Background: an optimization exercise with open tools, aiming at small area, a short achievable clock period and few clock cycles per item. Do not read the settings as production practice. Function was checked by simulation only, so behaviour that the tests miss may differ from the original.

==> inputs of run a <==
## shake_chain
module shake_chain (
    input  wire         clk,
    input  wire         rst,
    input  wire         in_valid,
    output wire         in_ready,
    input  wire [63:0]  in_data,
    input  wire [3:0]   in_nbytes,   
    input  wire         in_last,
    input  wire         in_org,      
    output wire         out_valid,
    input  wire         out_ready,
    output wire [255:0] out_hash,
    output wire [31:0]  out_n
);
    reg  [1087:0] bbuf;
    reg  [4:0]    wcnt;       
    reg           full;       
    reg           wfirst;     
    reg           fill;       
    reg           padp;       
    reg           b_org;      
    reg           b_first;    
    reg           b_final;    
    reg           rdy;        
    wire consume;
    assign     in_ready = rdy;
    wire       in_fire  = in_valid && rdy;
    wire       wr_fill  = fill && !full;
    wire       first_b  = in_fire && wfirst;
    wire [4:0] wpos     = (first_b && !in_org) ? 5'd4 : wcnt;
    wire       w_end    = (wpos == 5'd16);
    wire       full8    = (in_nbytes == 4'd8);
    wire       end_beat = in_fire && w_end && in_last && !full8;
    reg [63:0] data_p;
    integer i;
    always @* begin
        for (i = 0; i < 8; i = i + 1)
            data_p[8*i +: 8] = (!in_last || (i < in_nbytes)) ? in_data[8*i +: 8] :
                               ((i == in_nbytes) ? 8'h1F : 8'h00);
    end
    wire [63:0] src = fill ? 64'd0 : data_p;
    genvar gl;
    generate
        for (gl = 0; gl < 17; gl = gl + 1) begin : g_lane
            wire en = in_fire ? (wpos == gl) : (wr_fill && wcnt <= gl);
            wire [63:0] d;
            if (gl == 16) begin : g_top
                assign d = src | {(end_beat || wr_fill), 58'd0, {5{wr_fill && padp && wcnt == 5'd16}}};
            end else begin : g_low
                assign d = src | {59'd0, {5{wr_fill && padp && wcnt == gl}}};
            end
  ...
export LEC_CHECK = 0
export CAP_MARGIN = 40
export CORE_MARGIN = 2
export CORE_UTILIZATION = 25
export PLACE_DENSITY = 0.35
export SETUP_SLACK_MARGIN = 2.75
export SLEW_MARGIN = 40
export SYNTH_HIERARCHICAL = 1
create_clock -name core_clock -period 6.0 [get_ports {clk}]
standard.sh (not shown) runs the stock make flow with config.mk's settings and CLKGATE_MAP_FILE= SYNTH_SCRIPT=/design/flow/synth_recipe.tcl, a recipe that flattens the netlist after the stock synthesis.
==> flow/flow/run.sh <==
#!/bin/bash
# The standard layout (standard.sh: the standard flow's synthesis and ORFS flow), with
# two changes to how it sizes cells:
#  - the ports are buffered with plain buffers (buf_2) instead of the
#    delay-type buffer buffer_ports picks by default;
#  - timing repair may swap a cell for one of another footprint.
set -euo pipefail
export BUFFER_PORTS_ARGS="-buffer_cell sky130_fd_sc_hd__buf_2"
bash standard.sh MATCH_CELL_FOOTPRINT=0 finish > standard_flow.log 2>&1
==> run b: changes against run a <==
--- a/flow/design.v
+++ b/flow/design.v
@@ -13,20 +13,15 @@
             assign d_out[64*x +: 64] = c[(x+4)%5] ^ {c[(x+1)%5][62:0], c[(x+1)%5][63]};
         end
     endgenerate
 endmodule
 module keccak_round (
     input  wire [1599:0] s_in,
     input  wire [4:0]    round,
-    input  wire [1087:0] m,         
-    input  wire          kp03,      
-    input  wire          kp_rest,   
-    input  wire          mv03,      
-    input  wire          mv_mid,    
-    output wire [1599:0] s_out      
+    output wire [1599:0] s_out
 );
     function automatic integer rho_off(input integer x, input integer y);
         case (x + 5 * y)
             0:  rho_off = 0;   1:  rho_off = 1;   2:  rho_off = 62;  3:  rho_off = 28;  4:  rho_off = 27;
             5:  rho_off = 36;  6:  rho_off = 44;  7:  rho_off = 6;   8:  rho_off = 55;  9:  rho_off = 20;
             10: rho_off = 3;   11: rho_off = 10;  12: rho_off = 43;  13: rho_off = 25;  14: rho_off = 39;
             15: rho_off = 41;  16: rho_off = 45;  17: rho_off = 15;  18: rho_off = 21;  19: rho_off = 8;
@@ -86,54 +81,25 @@
                     wire [63:0] t = a[x+5*y] ^ d[x];
                     assign b[y + 5*((2*x+3*y)%5)] = {t[63-rho_off(x, y):0], t[63:64-rho_off(x, y)]};
                 end
             end
         end
         for (x = 0; x < 5; x = x + 1) begin : g_chx
             for (y = 0; y < 5; y = y + 1) begin : g_chy
-                localparam integer L = x + 5 * y;
-                wire kp = (L < 4) ? kp03 : kp_rest;
-                wire [63:0] g;
-                kc_and3b u_g (.an(b[(x+1)%5+5*y]), .b(b[(x+2)%5+5*y]), .c({64{kp}}), .y(g));
-                if (L < 17) begin : g_abs
-                    wire mv = (L < 4) ? mv03 : mv_mid;
-                    wire [63:0] mm_n;    
-                    wire [63:0] p_n;     
-                    wire [63:0] q;
-                    if (L == 0) begin : g_rc
-                        assign mm_n = ~((m[63:0] & {64{mv}}) ^ (rc & {64{kp}}));
-                    end else begin : g_norc
-                        assign mm_n = ~(m[64*L +: 64] & {64{mv}});
-                    end
-                    kc_nand2 u_p (.a(b[L]), .b({64{kp}}), .y(p_n));
-                    kc_xor2  u_q (.a(p_n), .b(mm_n), .y(q));
-                    kc_xor2  u_o (.a(q), .b(g), .y(o[L]));
-                end else begin : g_cap
-                    wire [63:0] p_n;
-                    kc_nand2 u_p (.a(b[L]), .b({64{kp}}), .y(p_n));
-                    kc_xnor2 u_o (.a(p_n), .b(g), .y(o[L]));
+                if (x == 0 && y == 0) begin : g_iota
+                    assign o[0] = b[0] ^ (~b[1] & b[2]) ^ rc;
+                end else begin : g_chi
+                    assign o[x+5*y] = b[x+5*y] ^ (~b[(x+1)%5+5*y] & b[(x+2)%5+5*y]);
                 end
             end
         end
         for (x = 0; x < 25; x = x + 1) begin : g_out
             assign s_out[64*x +: 64] = o[x];
         end
     endgenerate
-endmodule
-module kc_and3b (input wire [63:0] an, input wire [63:0] b, input wire [63:0] c, output wire [63:0] y);
-    assign y = ~an & b & c;
-endmodule
-module kc_nand2 (input wire [63:0] a, input wire [63:0] b, output wire [63:0] y);
-    assign y = ~(a & b);
-endmodule
-module kc_xor2 (input wire [63:0] a, input wire [63:0] b, output wire [63:0] y);
-    assign y = a ^ b;
-endmodule
-module kc_xnor2 (input wire [63:0] a, input wire [63:0] b, output wire [63:0] y);
-    assign y = ~(a ^ b);
 endmodule
 module shake_chain (
     input  wire         clk,
     input  wire         rst,
     input  wire         in_valid,
     output wire         in_ready,
     input  wire [63:0]  in_data,
@@ -155,54 +121,45 @@
     reg           b_first;    
     reg           b_final;    
     reg           rdy;        
     wire consume;
     assign     in_ready = rdy;
     wire       in_fire  = in_valid && rdy;
     wire       wr_fill  = fill && !full;
+    wire       we       = in_fire || wr_fill;
     wire       first_b  = in_fire && wfirst;
     wire [4:0] wpos     = (first_b && !in_org) ? 5'd4 : wcnt;
     wire       w_end    = (wpos == 5'd16);
     wire       full8    = (in_nbytes == 4'd8);
-    wire       end_beat = in_fire && w_end && in_last && !full8;
+    wire       fin_w    = wr_fill || (in_last && !full8);
     reg [63:0] data_p;
     integer i;
     always @* begin
         for (i = 0; i < 8; i = i + 1)
             data_p[8*i +: 8] = (!in_last || (i < in_nbytes)) ? in_data[8*i +: 8] :
                                ((i == in_nbytes) ? 8'h1F : 8'h00);
     end
-    wire [63:0] src = fill ? 64'd0 : data_p;
-    genvar gl;
-    generate
-        for (gl = 0; gl < 17; gl = gl + 1) begin : g_lane
-            wire en = in_fire ? (wpos == gl) : (wr_fill && wcnt <= gl);
-            wire [63:0] d;
-            if (gl == 16) begin : g_top
-                assign d = src | {(end_beat || wr_fill), 58'd0, {5{wr_fill && padp && wcnt == 5'd16}}};
-            end else begin : g_low
-                assign d = src | {59'd0, {5{wr_fill && padp && wcnt == gl}}};
-            end
-            always @(posedge clk) begin
-                if (en) bbuf[64*gl +: 64] <= d;
-            end
-        end
-    endgenerate
+    wire [63:0] wsrc0 = fill ? {59'd0, {5{padp}}} : data_p;
+    wire [63:0] wsrc  = {wsrc0[63] ^ (w_end && fin_w), wsrc0[62:0]};
+    always @(posedge clk) begin
+        if (we)
+            bbuf <= {wsrc, bbuf[1087:64]};
+    end
     reg full_n, fill_n;
     always @* begin
         full_n = full;
         fill_n = fill;
+        if (we)
+            full_n = w_end;
+        else if (consume)
+            full_n = 1'b0;
         if (in_fire) begin
-            full_n = w_end;
             if (in_last) fill_n = !w_end || full8;
         end else if (wr_fill) begin
-            full_n = 1'b1;
-            fill_n = 1'b0;
-        end else if (consume) begin
-            full_n = 1'b0;
+            if (w_end) fill_n = 1'b0;
         end
     end
     always @(posedge clk) begin
         if (rst) begin
             wcnt    <= 5'd0;
             full    <= 1'b0;
             wfirst  <= 1'b1;
@@ -212,29 +169,30 @@
             b_first <= 1'b0;
             b_final <= 1'b0;
             rdy     <= 1'b1;
         end else begin
             full <= full_n;
             fill <= fill_n;
             rdy  <= !full_n && !fill_n;
+            if (we) begin
+                wcnt <= wpos + 5'd1;
+                if (wpos == 5'd0 || first_b)
+                    b_first <= first_b;
+                if (first_b)
+                    b_org <= in_org;
+                if (w_end)
+                    b_final <= fin_w;
+            end else if (consume) begin
+                wcnt <= 5'd0;
+            end
             if (in_fire) begin
-                wcnt   <= w_end ? 5'd0 : wpos + 5'd1;
                 wfirst <= in_last;
-                if (first_b) begin
-                    b_first <= 1'b1;
-                    b_org   <= in_org;
-                end else if (wpos == 5'd0) begin
-                    b_first <= 1'b0;
-                end
-                if (w_end) b_final <= in_last && !full8;
                 if (in_last) padp <= full8;
             end else if (wr_fill) begin
-                wcnt    <= 5'd0;
-                b_final <= 1'b1;
-                if (wcnt == 5'd0) b_first <= 1'b0;
+                padp <= 1'b0;
             end
         end
     end
     reg  [1599:0] st;
     reg  [4:0]    rnd;
     reg           busy;       
     reg           cur_final;  
@@ -250,30 +208,27 @@
     wire stall   = (r_last && !cur_final && !full) || (outv && !out_ready);
     wire hold    = busy ? stall : !c_idle;
     wire hold03  = hold || (c_idle && !b_org && !hzero);
     wire kp03    = busy;
     wire kp_rest = busy && !(r_last && cur_final);
     wire mv03    = consume && !(b_first && !b_org);
     wire mv_mid  = consume;
-    wire [1599:0] nxt;
+    wire [1599:0] rnd_out;
     keccak_round u_round (
-        .s_in    (st),
-        .round   (rnd),
-        .m       (bbuf),
-        .kp03    (kp03),
-        .kp_rest (kp_rest),
-        .mv03    (mv03),
-        .mv_mid  (mv_mid),
-        .s_out   (nxt)
+        .s_in  (st),
+        .round (rnd),
+        .s_out (rnd_out)
     );
     always @(posedge clk) begin
         if (!hold03)
-            st[255:0] <= nxt[255:0];
-        if (!hold)
-            st[1599:256] <= nxt[1599:256];
+            st[255:0] <= (rnd_out[255:0] & {256{kp03}}) ^ (bbuf[255:0] & {256{mv03}});
+        if (!hold) begin
+            st[1087:256]  <= (rnd_out[1087:256] & {832{kp_rest}}) ^ (bbuf[1087:256] & {832{mv_mid}});
+            st[1599:1088] <= rnd_out[1599:1088] & {512{kp_rest}};
+        end
     end
     always @(posedge clk) begin
         if (rst) begin
             rnd       <= 5'd0;
             busy      <= 1'b0;
             cur_final <= 1'b0;
             cur_org   <= 1'b0;
==> flow/run.sh (new file) <==
#!/bin/bash
# synth_recipe.tcl (not shown) runs the flow's synth.tcl, then flattens the netlist and writes it again
# the make line also repeats each setting of config.mk as NAME=value (left out here)
make -C /OpenROAD-flow-scripts/flow DESIGN_CONFIG=/design/flow/config.mk WORK_HOME=/design/flow/orfs CLKGATE_MAP_FILE= SYNTH_SCRIPT=/design/flow/synth_recipe.tcl finish
- SETUP_SLACK_MARGIN: 2.75 -> not set
removed: flow/flow/run.sh
removed: flow/standard.sh
==> flow_metrics.env <==
export IMPL_status="complete, no violations"
export IMPL_post_route_util_pct=31.3
export IMPL_crit_arrival_ns=2.95
export IMPL_cts_resized=0
export IMPL_startpoint="st[201]"
export IMPL_cts_buffers_inserted=373
export IMPL_grt_use_met2_pct=48.5
export IMPL_hold_path_endpoint="bbuf[372]"
export IMPL_path_depth=1
the above is filed under run b

==> flow_metrics.env <==
export IMPL_status="complete, no violations"
export IMPL_path_depth=7
export IMPL_grt_use_met2_pct=47.0
export IMPL_post_route_util_pct=32.7
export IMPL_crit_arrival_ns=4.31
the above is filed under run a

Testbench counts of run a, summed over its fixed seeds: cycles 14,858, bytes 74,081.
Testbench counts of run b, summed over its fixed seeds: cycles 14,936, bytes 74,081.

[separate check: timing with driven ports]
In the flow no input, the clock included, has a driving cell. The finished layouts below were timed again as built, in two steps.
Step 1: set_driving_cell puts a clkbuf_16 on clk and a buf_2 on each other input, an assumption about the parent block.
Step 2, shift: input delay + t, output delay - t, t = (earliest + latest rising clock arrival at the registers) / 2. This alone moves slack from input paths to output paths.
a / b / c = ideal / step 1 / step 2; a / b = the first two.
run	shift t [ns]	setup WS [ns]	worst register clock-pin slew, ns
run a	1.200	2.559 / 2.559 / 1.717	0.08 / 0.08
run b	1.203	1.847 / 1.701 / 1.420	0.08 / 0.08
After both steps setup and hold are still met in every run listed. The setup slack of run a, which loses most, moves by 0.000 ns with the drivers and by -0.842 ns with both steps.
